From an optimization exercise on the open Yosys and OpenROAD flow, aimed at small area, a short achievable clock period and few clock cycles; shortcuts taken in it are not production practice. Function was checked by simulation only, so behaviour that the tests miss may differ from the original. No activity file was given, so power comes from the tool's default toggle rates.

==> trial 20 <==
==> flow/design.v (excerpt) <==
module canopy_fec_rx (
    input  wire         clk,
    input  wire         rst,         
    input  wire         start,
    input  wire [30:0]  seed,
    input  wire         in_valid,
    output wire         in_ready,
    input  wire [13:0]  in_trits,
    output reg          out_valid,
    input  wire         out_ready,
    output reg  [9:0]   out_sym,
    output reg          out_era,     
    output reg          out_last,    
    output wire [159:0] out_synd,    
    output reg  [9:0]   out_nera     
);
    wire clr = rst | start;
    reg [13:0] ir_t;
    reg        ir_e;                 
    reg        ir_v;
    reg        rdy;
    assign in_ready = rdy;
    wire       ir_free;              
    wire [1:0] it6 = in_trits[13:12], it5 = in_trits[11:10], it4 = in_trits[9:8];
    wire [1:0] it3 = in_trits[7:6],   it2 = in_trits[5:4],   it1 = in_trits[3:2];
    wire [1:0] it0 = in_trits[1:0];
    wire in_era = it6[1] & it5[1] & (it4[1] | (it4[0] & ((it3 != 2'd0) | (it2[1] & (it1[1] | (it1[0] & it0[1]))))));
    always @(posedge clk) begin
        if (ir_free) begin
            ir_t <= in_trits;
            ir_e <= in_era;
        end
        ir_v <= ~clr & (in_valid | ~rdy);
    end
    wire dc_1 = ir_t[0] ^ ir_t[2] ^ ir_t[4];
    wire dc_2 = (ir_t[0] & ir_t[2]) | (ir_t[0] & ir_t[4]) | (ir_t[2] & ir_t[4]);
    wire dc_3 = ir_t[6] ^ ir_t[8] ^ ir_t[10];
    wire dc_4 = (ir_t[6] & ir_t[8]) | (ir_t[6] & ir_t[10]) | (ir_t[8] & ir_t[10]);
    wire dc_5 = ir_t[1] ^ (ir_t[2] | ir_t[3]) ^ ir_t[5];
    wire dc_6 = (ir_t[1] & (ir_t[2] | ir_t[3])) | (ir_t[1] & ir_t[5]) | ((ir_t[2] | ir_t[3]) & ir_t[5]);
  ...
clock: 13.0 ns
lec_check: 0
cap_margin: 20
core_margin: 2
core_utilization: 40
slew_margin: 20
standard.sh (not shown) runs the stock make flow with config.mk's settings and CLKGATE_MAP_FILE= SYNTH_SCRIPT=/design/flow/synth_recipe.tcl, a recipe that flattens the netlist after the stock synthesis.
==> flow/flow/run.sh <==
#!/bin/bash
# The standard ORFS layout (the standard.sh: standard synthesis, floorplan,
# placement, CTS, routing), with two changes:
#  - the ports get plain sky130 buf_1 buffers instead of the delay cell that
#    buffer_ports picks by default (every port still gets its buffer);
#  - the resizer's repair_timing aims for 9.25 ns of setup slack instead of 0, so it
#    also works on paths that already meet the 13 ns clock.
# The SDC (clock period, I/O delays, loads) is the standard flow's, unchanged.
set -euo pipefail
bash standard.sh "BUFFER_PORTS_ARGS=-buffer_cell sky130_fd_sc_hd__buf_1" SETUP_SLACK_MARGIN=9.25 finish > standard_flow.log 2>&1
==> trial 27: changes against trial 20 <==
==> flow/flow/run.sh (replaced) <==
#!/bin/bash
# The standard ORFS layout (the standard.sh: standard synthesis, floorplan,
# placement, CTS, routing), with two changes:
#  - the ports get plain sky130 buf_1 buffers instead of the delay cell that
#    buffer_ports picks by default (every port still gets its buffer);
#  - the resizer's repair_timing aims for 9 ns of setup slack instead of 0, so it
#    also works on paths that already meet the 13 ns clock.
# The SDC (clock period, I/O delays, loads) is the standard flow's, unchanged.
set -euo pipefail
bash standard.sh "BUFFER_PORTS_ARGS=-buffer_cell sky130_fd_sc_hd__buf_1" SETUP_SLACK_MARGIN=9.1 finish > standard_flow.log 2>&1
--- a/flow/config.mk
+++ b/flow/config.mk
@@ -8,4 +8,7 @@
 export CAP_MARGIN = 20
 export CORE_MARGIN = 2
 export CORE_UTILIZATION = 40
+export CTS_BUF_LIST = sky130_fd_sc_hd__clkbuf_16
+export CTS_CLUSTER_DIAMETER = 100
+export CTS_CLUSTER_SIZE = 25
 export SLEW_MARGIN = 20
==> summary of the runs <==
Trial 27 produced a clean layout. Trial 20 finished clean. Against trial 20, the global-route usage of trial 27 is lower by 1.3 points. In trial 20 the worst setup slack is better than in trial 27, by 65 ps. In synthesized cell count, trial 27 and trial 20 do not differ. Of trial 27 and trial 20, trial 27 has the higher clock skew (gap 2.4 ps). In trial 20 the clock-buffer cell count is higher than in trial 27, by 29. Between trial 27 and trial 20, the lower non-clock buffer count is in trial 27 (gap 119). Sequential power is about the same in trial 27 and trial 20.
==> figures <==
Status: trial 27 finished clean; trial 20 finished clean
Count of fill cells added during filler insertion: trial 27 3573; trial 20 3417
# resized after CTS: trial 27 24; trial 20 62
Worst Setup EP: trial 27 qd[0][9]; trial 20 qd[1][10]
Layout clock buffer count: trial 27 17; trial 20 46
Nonclk buf count: trial 27 248; trial 20 367
Flop2flop setup slack: trial 27 9140 ps; trial 20 9200 ps
Number of CTS-inserted buffers: trial 27 16; trial 20 34
Detailed router's first-iteration violation count: trial 27 875; trial 20 852
Final cell utilization of the core: trial 27 45.8%; trial 20 50.3%
Clock buffers and inverters, area share: trial 27 2.84%; trial 20 5.90%
Total global-route track usage: trial 27 17.5%; trial 20 18.8%
Met3 Resource Use GR: trial 27 3.39%; trial 20 3.51%
Max Freq: trial 27 0.259 GHz; trial 20 0.263 GHz
CP max stage cell: trial 27 sky130_fd_sc_hd__fa_2; trial 20 sky130_fd_sc_hd__fa_1
Switching part of the total power: trial 27 27.5%; trial 20 25.8%
Testbench counts of trial 20, summed over its fixed seeds: cycles 52,248.
Testbench counts of trial 27, summed over its fixed seeds: cycles 52,248.

---

==> inputs of job 7807 <==
Another version of the RTL of canopy_fec_rx (not shown whole).
==> module canopy_fec_rx, before the edit <==
module canopy_fec_rx (
    input  wire         clk,
    input  wire         rst,         
    input  wire         start,
    input  wire [30:0]  seed,
    input  wire         in_valid,
    output wire         in_ready,
    input  wire [13:0]  in_trits,
    output reg          out_valid,
    input  wire         out_ready,
    output reg  [9:0]   out_sym,
    output reg          out_era,     
    output reg          out_last,    
    output wire [159:0] out_synd,    
    output reg  [9:0]   out_nera     
);
    wire clr = rst | start;
    reg [13:0] ir_t;
    reg        ir_v;
    reg        rdy;
    assign in_ready = rdy;
    always @(posedge clk) begin
        if (rdy)
            ir_t <= in_trits;
        ir_v <= ~clr & (in_valid | ~rdy);
    end
    wire [1:0] t0 = ir_t[1:0],   t1 = ir_t[3:2],   t2 = ir_t[5:4];
    wire [1:0] t3 = ir_t[7:6],   t4 = ir_t[9:8],   t5 = ir_t[11:10];
    wire [1:0] t6 = ir_t[13:12];
    wire [11:0] gval = {10'd0, t0} + 12'd3 * t1 + 12'd9 * t2 + 12'd27 * t3
                     + 12'd81 * t4 + 12'd243 * t5 + 12'd729 * t6;
    wire        g_era  = gval[11];
    wire [10:0] g_bits = g_era ? 11'd0 : gval[10:0];
    reg  [30:0] scr;
    reg  [30:0] scr_next;
    reg  [10:0] key;
    integer b;
    always @(*) begin
        scr_next = scr;
        for (b = 10; b >= 0; b = b - 1) begin
            key[b]   = scr_next[30] ^ scr_next[27];
            scr_next = {scr_next[29:0], key[b]};
        end
    end
    reg [10:0] qd [0:2];
    reg [2:0]  qe;
    reg [2:0]  wp, rp;           
    reg [1:0]  n;                
    reg [3:0]  o;
    wire mv   = ir_v & (n != 2'd3);
    wire have = n[1] | (n[0] & (o[3:1] == 3'd0));
    wire pop  = have & (~out_valid | out_ready);
    wire drop = pop & (o != 4'd0);
    wire [1:0] n_nx = n + {1'b0, mv} - {1'b0, drop};
    always @(posedge clk) begin
        if (start)
            scr <= seed;
        else if (mv)
            scr <= scr_next;
    end
    integer i;
    always @(posedge clk) begin
        for (i = 0; i < 3; i = i + 1)
            if (mv & wp[i]) begin
                qd[i] <= g_bits ^ key;
                qe[i] <= g_era;
            end
    end
    always @(posedge clk) begin
        if (clr) begin
            n   <= 2'd0;
            o   <= 4'd0;
            wp  <= 3'b001;
            rp  <= 3'b001;
            rdy <= 1'b1;
        end else begin
            n   <= n_nx;
            if (pop)
                o <= (o == 4'd0) ? 4'd10 : o - 4'd1;
            if (mv)
                wp <= {wp[1:0], wp[2]};
            if (drop)
                rp <= {rp[1:0], rp[2]};
            rdy <= ~(in_valid | ~rdy) | (n_nx != 2'd3);
        end
    end
    wire [10:0] qa = ({11{rp[0]}} & qd[0]) | ({11{rp[1]}} & qd[1]) | ({11{rp[2]}} & qd[2]);
    wire [10:0] qb = ({11{rp[2]}} & qd[0]) | ({11{rp[0]}} & qd[1]) | ({11{rp[1]}} & qd[2]);
    wire        ea = |(rp & qe);
    wire        eb = |({rp[1:0], rp[2]} & qe);
    wire [21:0] win    = {qa, qb};
    wire [21:0] win_sh = win << o;
    wire [9:0]  sym     = win_sh[21:12];
    wire        sym_era = ea | (eb & (o >= 4'd2));
    function [9:0] gf_mul(input [9:0] a, input [9:0] c);
        integer k;
        reg [9:0] acc;
        reg [9:0] sh;
        begin
            acc = 10'd0;
            sh  = a;
            for (k = 0; k < 10; k = k + 1) begin
                if (c[k])
                    acc = acc ^ sh;
                sh = {sh[8:0], 1'b0} ^ (sh[9] ? 10'h009 : 10'h000);
            end
            gf_mul = acc;
        end
    endfunction
    function [9:0] alpha_pow(input integer jj);
        integer k;
        reg [9:0] p;
        begin
            p = 10'd1;
            for (k = 0; k < jj; k = k + 1)
                p = gf_mul(p, 10'd2);
            alpha_pow = p;
        end
    endfunction
    localparam [9:0] POS0 = 10'h3ff;
    localparam [9:0] POSL = 10'h15b;
    reg  [9:0] pos;
    wire       is_last = (pos == POSL);
    wire       first   = out_last;
    reg [9:0] synd [0:15];
    integer j;
    always @(posedge clk) begin
        if (clr) begin
            pos       <= POS0;
            out_valid <= 1'b0;
            out_last  <= 1'b1;
        end else if (pop) begin
            out_valid <= 1'b1;
            out_last  <= is_last;
            pos       <= is_last ? POS0 : {pos[8:0], pos[9] ^ pos[6]};
        end else if (out_ready) begin
            out_valid <= 1'b0;
        end
    end
    always @(posedge clk) begin
        if (pop) begin
            out_sym  <= sym;
            out_era  <= sym_era;
            out_nera <= (first ? 10'd0 : out_nera) + {9'd0, sym_era};
            for (j = 0; j < 16; j = j + 1)
                synd[j] <= (first ? 10'd0 : gf_mul(synd[j], alpha_pow(j))) ^ sym;
        end
    end
    genvar g;
    generate
        for (g = 0; g < 16; g = g + 1) begin : g_synd
            assign out_synd[10*g +: 10] = synd[g];
        end
    endgenerate
endmodule
Settings: LEC_CHECK=0, CAP_MARGIN=20, CORE_MARGIN=2, CORE_UTILIZATION=40, SLEW_MARGIN=20; clock period 13.0 ns.
run.sh (not shown) runs the stock make flow with config.mk's settings and CLKGATE_MAP_FILE= SYNTH_SCRIPT=/design/flow/synth_recipe.tcl, a recipe that flattens the netlist after the stock synthesis.
Stock flow here: none of the scripts above is used.
==> inputs of job 6057, as changes to job 7807 <==
==> flow/flow/run.sh (new file) <==
#!/bin/bash
# Standard ORFS layout, with plain buffers on the ports instead of the
# delay cell buffer_ports picks by default.
set -euo pipefail
bash standard.sh "BUFFER_PORTS_ARGS=-buffer_cell sky130_fd_sc_hd__buf_2" finish > standard_flow.log 2>&1
==> flow/standard.sh (new file) <==
#!/bin/bash
# synth_recipe.tcl (not shown) runs the flow's synth.tcl, then flattens the netlist and writes it again
# the make line also repeats each setting of config.mk as NAME=value (left out here)
make -C /OpenROAD-flow-scripts/flow DESIGN_CONFIG=/design/flow/config.mk WORK_HOME=/design/flow/orfs CLKGATE_MAP_FILE= SYNTH_SCRIPT=/design/flow/synth_recipe.tcl "${@:-finish}"
removed: flow/run.sh
==> inputs of job 1277, as changes to job 7807 <==
--- a/flow/design.v
+++ b/flow/design.v
@@ -21,4 +21,5 @@
     assign in_ready = rdy;
-    always @(posedge clk) begin
-        if (rdy)
+    wire       ir_free;              
+    always @(posedge clk) begin
+        if (ir_free)
             ir_t <= in_trits;
@@ -26,7 +27,51 @@
     end
-    wire [1:0] t0 = ir_t[1:0],   t1 = ir_t[3:2],   t2 = ir_t[5:4];
-    wire [1:0] t3 = ir_t[7:6],   t4 = ir_t[9:8],   t5 = ir_t[11:10];
-    wire [1:0] t6 = ir_t[13:12];
-    wire [11:0] gval = {10'd0, t0} + 12'd3 * t1 + 12'd9 * t2 + 12'd27 * t3
-                     + 12'd81 * t4 + 12'd243 * t5 + 12'd729 * t6;
+    wire dc_1 = ir_t[0] ^ ir_t[2] ^ ir_t[4];
+    wire dc_2 = (ir_t[0] & ir_t[2]) | (ir_t[0] & ir_t[4]) | (ir_t[2] & ir_t[4]);
+    wire dc_3 = ir_t[6] ^ ir_t[8] ^ ir_t[10];
+    wire dc_4 = (ir_t[6] & ir_t[8]) | (ir_t[6] & ir_t[10]) | (ir_t[8] & ir_t[10]);
+    wire dc_5 = ir_t[1] ^ (ir_t[2] | ir_t[3]) ^ ir_t[5];
+    wire dc_6 = (ir_t[1] & (ir_t[2] | ir_t[3])) | (ir_t[1] & ir_t[5]) | ((ir_t[2] | ir_t[3]) & ir_t[5]);
+    wire dc_7 = (ir_t[6] | ir_t[7]) ^ ir_t[9] ^ (ir_t[10] | ir_t[11]);
+    wire dc_8 = ((ir_t[6] | ir_t[7]) & ir_t[9]) | ((ir_t[6] | ir_t[7]) & (ir_t[10] | ir_t[11])) | (ir_t[9] & (ir_t[10] | ir_t[11]));
+    wire dc_9 = ir_t[3] ^ ir_t[7] ^ ir_t[11];
+    wire dc_10 = (ir_t[3] & ir_t[7]) | (ir_t[3] & ir_t[11]) | (ir_t[7] & ir_t[11]);
+    wire dc_11 = ir_t[4] ^ ir_t[6] ^ ir_t[12];
+    wire dc_12 = (ir_t[4] & ir_t[6]) | (ir_t[4] & ir_t[12]) | (ir_t[6] & ir_t[12]);
+    wire dc_13 = ir_t[5] ^ (ir_t[6] | ir_t[7]) ^ ir_t[8];
+    wire dc_14 = (ir_t[5] & (ir_t[6] | ir_t[7])) | (ir_t[5] & ir_t[8]) | ((ir_t[6] | ir_t[7]) & ir_t[8]);
+    wire dc_15 = ir_t[7] ^ ir_t[9] ^ (ir_t[10] | ir_t[11]);
+    wire dc_16 = (ir_t[7] & ir_t[9]) | (ir_t[7] & (ir_t[10] | ir_t[11])) | (ir_t[9] & (ir_t[10] | ir_t[11]));
+    wire dc_17 = ir_t[8] ^ (ir_t[10] | ir_t[11]) ^ ir_t[12];
+    wire dc_18 = (ir_t[8] & (ir_t[10] | ir_t[11])) | (ir_t[8] & ir_t[12]) | ((ir_t[10] | ir_t[11]) & ir_t[12]);
+    wire dc_19 = ir_t[9] ^ (ir_t[10] | ir_t[11]) ^ (ir_t[12] | ir_t[13]);
+    wire dc_20 = (ir_t[9] & (ir_t[10] | ir_t[11])) | (ir_t[9] & (ir_t[12] | ir_t[13])) | ((ir_t[10] | ir_t[11]) & (ir_t[12] | ir_t[13]));
+    wire dc_21 = dc_1 ^ dc_3 ^ ir_t[12];
+    wire dc_22 = (dc_1 & dc_3) | (dc_1 & ir_t[12]) | (dc_3 & ir_t[12]);
+    wire dc_23 = dc_2 ^ dc_4 ^ dc_5;
+    wire dc_24 = (dc_2 & dc_4) | (dc_2 & dc_5) | (dc_4 & dc_5);
+    wire dc_25 = dc_6 ^ dc_8 ^ dc_9;
+    wire dc_26 = (dc_6 & dc_8) | (dc_6 & dc_9) | (dc_8 & dc_9);
+    wire dc_27 = dc_12 ^ dc_13 ^ ir_t[10];
+    wire dc_28 = (dc_12 & dc_13) | (dc_12 & ir_t[10]) | (dc_13 & ir_t[10]);
+    wire dc_29 = dc_14 ^ dc_15 ^ ir_t[13];
+    wire dc_30 = (dc_14 & dc_15) | (dc_14 & ir_t[13]) | (dc_15 & ir_t[13]);
+    wire dc_31 = dc_20 ^ ir_t[11] ^ ir_t[13];
+    wire dc_32 = (dc_20 & ir_t[11]) | (dc_20 & ir_t[13]) | (ir_t[11] & ir_t[13]);
+    wire dc_33 = dc_22 ^ dc_23 ^ dc_7;
+    wire dc_34 = (dc_22 & dc_23) | (dc_22 & dc_7) | (dc_23 & dc_7);
+    wire dc_35 = dc_26 ^ dc_10 ^ dc_11;
+    wire dc_36 = (dc_26 & dc_10) | (dc_26 & dc_11) | (dc_10 & dc_11);
+    wire dc_37 = dc_30 ^ dc_16 ^ dc_17;
+    wire dc_38 = (dc_30 & dc_16) | (dc_30 & dc_17) | (dc_16 & dc_17);
+    wire dc_39 = dc_34 ^ dc_24 ^ dc_25;
+    wire dc_40 = (dc_34 & dc_24) | (dc_34 & dc_25) | (dc_24 & dc_25);
+    wire dc_41 = dc_36 ^ dc_27 ^ (ir_t[12] | ir_t[13]);
+    wire dc_42 = (dc_36 & dc_27) | (dc_36 & (ir_t[12] | ir_t[13])) | (dc_27 & (ir_t[12] | ir_t[13]));
+    wire dc_43 = dc_38 ^ dc_18 ^ dc_19;
+    wire dc_44 = (dc_38 & dc_18) | (dc_38 & dc_19) | (dc_18 & dc_19);
+    wire dc_45 = dc_42 ^ dc_28 ^ dc_29;
+    wire dc_46 = (dc_42 & dc_28) | (dc_42 & dc_29) | (dc_28 & dc_29);
+    wire [11:0] dc_ra = {1'b0, ir_t[13], dc_32, dc_44, dc_43, dc_46, dc_45, dc_41, dc_40, dc_39, dc_33, dc_21};
+    wire [11:0] dc_rb = {1'b0, 1'b0, ir_t[12], dc_31, 1'b0, dc_37, 1'b0, 1'b0, dc_35, 1'b0, ir_t[13], 1'b0};
+    wire [11:0] gval = dc_ra + dc_rb;
     wire        g_era  = gval[11];
@@ -50,2 +95,3 @@
     wire mv   = ir_v & (n != 2'd3);
+    assign ir_free = ~ir_v | (n != 2'd3);
     wire have = n[1] | (n[0] & (o[3:1] == 3'd0));
@@ -123,3 +169,3 @@
     wire       is_last = (pos == POSL);
-    wire       first   = out_last;
+    reg        first;                
     reg [9:0] synd [0:15];
@@ -130,3 +176,4 @@
             out_valid <= 1'b0;
-            out_last  <= 1'b1;
+            out_last  <= 1'b0;
+            first     <= 1'b1;
         end else if (pop) begin
@@ -134,2 +181,3 @@
             out_last  <= is_last;
+            first     <= is_last;
             pos       <= is_last ? POS0 : {pos[8:0], pos[9] ^ pos[6]};
==> flow/flow/run.sh (new file) <==
#!/bin/bash
set -euo pipefail
bash standard.sh "BUFFER_PORTS_ARGS=-buffer_cell sky130_fd_sc_hd__buf_1" SETUP_SLACK_MARGIN=9.6 finish > standard_flow.log 2>&1
==> flow/standard.sh (new file) <==
#!/bin/bash
# synth_recipe.tcl (not shown) runs the flow's synth.tcl, then flattens the netlist and writes it again
# the make line also repeats each setting of config.mk as NAME=value (left out here)
make -C /OpenROAD-flow-scripts/flow DESIGN_CONFIG=/design/flow/config.mk WORK_HOME=/design/flow/orfs CLKGATE_MAP_FILE= SYNTH_SCRIPT=/design/flow/synth_recipe.tcl "${@:-finish}"
--- a/flow/config.mk
+++ b/flow/config.mk
@@ -9,3 +9,3 @@
 export CORE_MARGIN = 2
-export CORE_UTILIZATION = 40
+export CORE_UTILIZATION = 65
 export SLEW_MARGIN = 20
removed: flow/run.sh
==> inputs of job 9466, as changes to job 7807 <==
--- a/flow/design.v
+++ b/flow/design.v
@@ -21,4 +21,5 @@
     assign in_ready = rdy;
-    always @(posedge clk) begin
-        if (rdy)
+    wire       ir_free;              
+    always @(posedge clk) begin
+        if (ir_free)
             ir_t <= in_trits;
@@ -26,7 +27,51 @@
     end
-    wire [1:0] t0 = ir_t[1:0],   t1 = ir_t[3:2],   t2 = ir_t[5:4];
-    wire [1:0] t3 = ir_t[7:6],   t4 = ir_t[9:8],   t5 = ir_t[11:10];
-    wire [1:0] t6 = ir_t[13:12];
-    wire [11:0] gval = {10'd0, t0} + 12'd3 * t1 + 12'd9 * t2 + 12'd27 * t3
-                     + 12'd81 * t4 + 12'd243 * t5 + 12'd729 * t6;
+    wire dc_1 = ir_t[0] ^ ir_t[2] ^ ir_t[4];
+    wire dc_2 = (ir_t[0] & ir_t[2]) | (ir_t[0] & ir_t[4]) | (ir_t[2] & ir_t[4]);
+    wire dc_3 = ir_t[6] ^ ir_t[8] ^ ir_t[10];
+    wire dc_4 = (ir_t[6] & ir_t[8]) | (ir_t[6] & ir_t[10]) | (ir_t[8] & ir_t[10]);
+    wire dc_5 = ir_t[1] ^ (ir_t[2] | ir_t[3]) ^ ir_t[5];
+    wire dc_6 = (ir_t[1] & (ir_t[2] | ir_t[3])) | (ir_t[1] & ir_t[5]) | ((ir_t[2] | ir_t[3]) & ir_t[5]);
+    wire dc_7 = (ir_t[6] | ir_t[7]) ^ ir_t[9] ^ (ir_t[10] | ir_t[11]);
+    wire dc_8 = ((ir_t[6] | ir_t[7]) & ir_t[9]) | ((ir_t[6] | ir_t[7]) & (ir_t[10] | ir_t[11])) | (ir_t[9] & (ir_t[10] | ir_t[11]));
+    wire dc_9 = ir_t[3] ^ ir_t[7] ^ ir_t[11];
+    wire dc_10 = (ir_t[3] & ir_t[7]) | (ir_t[3] & ir_t[11]) | (ir_t[7] & ir_t[11]);
+    wire dc_11 = ir_t[4] ^ ir_t[6] ^ ir_t[12];
+    wire dc_12 = (ir_t[4] & ir_t[6]) | (ir_t[4] & ir_t[12]) | (ir_t[6] & ir_t[12]);
+    wire dc_13 = ir_t[5] ^ (ir_t[6] | ir_t[7]) ^ ir_t[8];
+    wire dc_14 = (ir_t[5] & (ir_t[6] | ir_t[7])) | (ir_t[5] & ir_t[8]) | ((ir_t[6] | ir_t[7]) & ir_t[8]);
+    wire dc_15 = ir_t[7] ^ ir_t[9] ^ (ir_t[10] | ir_t[11]);
+    wire dc_16 = (ir_t[7] & ir_t[9]) | (ir_t[7] & (ir_t[10] | ir_t[11])) | (ir_t[9] & (ir_t[10] | ir_t[11]));
+    wire dc_17 = ir_t[8] ^ (ir_t[10] | ir_t[11]) ^ ir_t[12];
+    wire dc_18 = (ir_t[8] & (ir_t[10] | ir_t[11])) | (ir_t[8] & ir_t[12]) | ((ir_t[10] | ir_t[11]) & ir_t[12]);
+    wire dc_19 = ir_t[9] ^ (ir_t[10] | ir_t[11]) ^ (ir_t[12] | ir_t[13]);
+    wire dc_20 = (ir_t[9] & (ir_t[10] | ir_t[11])) | (ir_t[9] & (ir_t[12] | ir_t[13])) | ((ir_t[10] | ir_t[11]) & (ir_t[12] | ir_t[13]));
+    wire dc_21 = dc_1 ^ dc_3 ^ ir_t[12];
+    wire dc_22 = (dc_1 & dc_3) | (dc_1 & ir_t[12]) | (dc_3 & ir_t[12]);
+    wire dc_23 = dc_2 ^ dc_4 ^ dc_5;
+    wire dc_24 = (dc_2 & dc_4) | (dc_2 & dc_5) | (dc_4 & dc_5);
+    wire dc_25 = dc_6 ^ dc_8 ^ dc_9;
+    wire dc_26 = (dc_6 & dc_8) | (dc_6 & dc_9) | (dc_8 & dc_9);
+    wire dc_27 = dc_12 ^ dc_13 ^ ir_t[10];
+    wire dc_28 = (dc_12 & dc_13) | (dc_12 & ir_t[10]) | (dc_13 & ir_t[10]);
+    wire dc_29 = dc_14 ^ dc_15 ^ ir_t[13];
+    wire dc_30 = (dc_14 & dc_15) | (dc_14 & ir_t[13]) | (dc_15 & ir_t[13]);
+    wire dc_31 = dc_20 ^ ir_t[11] ^ ir_t[13];
+    wire dc_32 = (dc_20 & ir_t[11]) | (dc_20 & ir_t[13]) | (ir_t[11] & ir_t[13]);
+    wire dc_33 = dc_22 ^ dc_23 ^ dc_7;
+    wire dc_34 = (dc_22 & dc_23) | (dc_22 & dc_7) | (dc_23 & dc_7);
+    wire dc_35 = dc_26 ^ dc_10 ^ dc_11;
+    wire dc_36 = (dc_26 & dc_10) | (dc_26 & dc_11) | (dc_10 & dc_11);
+    wire dc_37 = dc_30 ^ dc_16 ^ dc_17;
+    wire dc_38 = (dc_30 & dc_16) | (dc_30 & dc_17) | (dc_16 & dc_17);
+    wire dc_39 = dc_34 ^ dc_24 ^ dc_25;
+    wire dc_40 = (dc_34 & dc_24) | (dc_34 & dc_25) | (dc_24 & dc_25);
+    wire dc_41 = dc_36 ^ dc_27 ^ (ir_t[12] | ir_t[13]);
+    wire dc_42 = (dc_36 & dc_27) | (dc_36 & (ir_t[12] | ir_t[13])) | (dc_27 & (ir_t[12] | ir_t[13]));
+    wire dc_43 = dc_38 ^ dc_18 ^ dc_19;
+    wire dc_44 = (dc_38 & dc_18) | (dc_38 & dc_19) | (dc_18 & dc_19);
+    wire dc_45 = dc_42 ^ dc_28 ^ dc_29;
+    wire dc_46 = (dc_42 & dc_28) | (dc_42 & dc_29) | (dc_28 & dc_29);
+    wire [11:0] dc_ra = {1'b0, ir_t[13], dc_32, dc_44, dc_43, dc_46, dc_45, dc_41, dc_40, dc_39, dc_33, dc_21};
+    wire [11:0] dc_rb = {1'b0, 1'b0, ir_t[12], dc_31, 1'b0, dc_37, 1'b0, 1'b0, dc_35, 1'b0, ir_t[13], 1'b0};
+    wire [11:0] gval = dc_ra + dc_rb;
     wire        g_era  = gval[11];
@@ -50,2 +95,3 @@
     wire mv   = ir_v & (n != 2'd3);
+    assign ir_free = ~ir_v | (n != 2'd3);
     wire have = n[1] | (n[0] & (o[3:1] == 3'd0));
@@ -123,3 +169,3 @@
     wire       is_last = (pos == POSL);
-    wire       first   = out_last;
+    reg        first;                
     reg [9:0] synd [0:15];
@@ -130,3 +176,4 @@
             out_valid <= 1'b0;
-            out_last  <= 1'b1;
+            out_last  <= 1'b0;
+            first     <= 1'b1;
         end else if (pop) begin
@@ -134,2 +181,3 @@
             out_last  <= is_last;
+            first     <= is_last;
             pos       <= is_last ? POS0 : {pos[8:0], pos[9] ^ pos[6]};
==> flow/flow/run.sh (new file) <==
#!/bin/bash
# Standard ORFS layout, with plain buffers on the ports.
set -euo pipefail
bash standard.sh "BUFFER_PORTS_ARGS=-buffer_cell sky130_fd_sc_hd__buf_1" finish > standard_flow.log 2>&1
==> flow/standard.sh (new file) <==
#!/bin/bash
# synth_recipe.tcl (not shown) runs the flow's synth.tcl, then flattens the netlist and writes it again
# the make line also repeats each setting of config.mk as NAME=value (left out here)
make -C /OpenROAD-flow-scripts/flow DESIGN_CONFIG=/design/flow/config.mk WORK_HOME=/design/flow/orfs CLKGATE_MAP_FILE= SYNTH_SCRIPT=/design/flow/synth_recipe.tcl "${@:-finish}"
removed: flow/run.sh
==> comparison <==
Job 1277 went through all stages and came out clean. Job 6057 ran to the end with no violations. Job 7807 finished with timing, DRC and antenna clean. Job 9466 finished clean.
The lowest clock skew belongs to job 9466, the highest to job 7807.
The lowest fmax belongs to job 7807, the highest to job 1277.
Core utilization: job 9466 < job 6057 < job 7807 < job 1277.
Hold slack, highest first: job 9466, job 1277, job 7807, job 6057.
==> figures <==
|  | job 1277 | job 9466 | job 7807 | job 6057 |
|---|---|---|---|---|
| Outcome | finished clean | finished clean | finished clean | finished clean |
| Area growth from synthesis to final layout | 33.9% | 16.1% | 24.3% | 17.4% |
| Metal3 WL | 4080 µm | 3010 µm | 2260 µm | 2070 µm |
| Setup slack of the worst register-to-register path | 9060 ps | 8480 ps | 8130 ps | 8150 ps |
| Compound-cell area share of the yosys netlist | 5.00% | 5.00% | 4.96% | 4.96% |
| Net count after synthesis | 1315 | 1315 | 1416 | 1416 |
| Routed length per instance | 22.6 µm | 18.6 µm | 18.1 µm | 18.0 µm |
| Seq_cells | 289 | 289 | 288 | 288 |
| Final Net Count | 1793 | 1535 | 1638 | 1639 |
| Post-Syn Area | 15400 µm² | 15400 µm² | 15800 µm² | 15800 µm² |
Testbench counts of job 7807, summed over its fixed seeds: cycles 52,248.
Testbench counts of job 6057, summed over its fixed seeds: cycles 52,248.
Testbench counts of job 1277, summed over its fixed seeds: cycles 52,248.
Testbench counts of job 9466, summed over its fixed seeds: cycles 52,248.

==> what the ideal ports hide <==
The flow's constraints put no driver on any port. The routed layouts listed below were extracted and timed again, unchanged, in two steps.
Step 1 assumes that a clkbuf_16 drives the clock port and a buf_2 every other input.
Step 2 adds t to the input delays and takes it off the output delays; t is the mean of the earliest and latest rising clock arrival at the registers after step 1. Input paths then give back, and output paths get back, about the clock's delay inside the block.
Slacks: no drivers / after step 1 / after step 2; pairs: no drivers / after step 1.
run | shift t [ns] | setup slack, ns | latest minus earliest clock arrival (ns) | worst register clock-pin slew, ns | worst slew at a driven data input, ns
trial 20 | 0.571 | 9.205 / 9.192 / 8.863 | 0.022 / 0.023 | 0.06 / 0.06 | 0.05
trial 27 | 0.564 | 9.140 / 9.096 / 8.618 | 0.032 / 0.033 | 0.11 / 0.11 | 0.04
job 7807 | 0.573 | 8.021 / 8.040 / 7.468 | 0.019 / 0.019 | 0.06 / 0.06 | 0.05
job 6057 | 0.585 | 8.154 / 8.154 / 7.780 | 0.017 / 0.017 | 0.06 / 0.06 | 0.05
job 1277 | 0.593 | 9.058 / 9.058 / 8.781 | 0.015 / 0.015 | 0.07 / 0.07 | 0.09
job 9466 | 0.581 | 8.234 / 8.265 / 7.684 | 0.013 / 0.014 | 0.06 / 0.06 | 0.04
After both steps every run listed still meets setup and hold. The setup slack of job 7807, which loses most, moves by +0.019 ns with the drivers and by -0.553 ns with both steps.
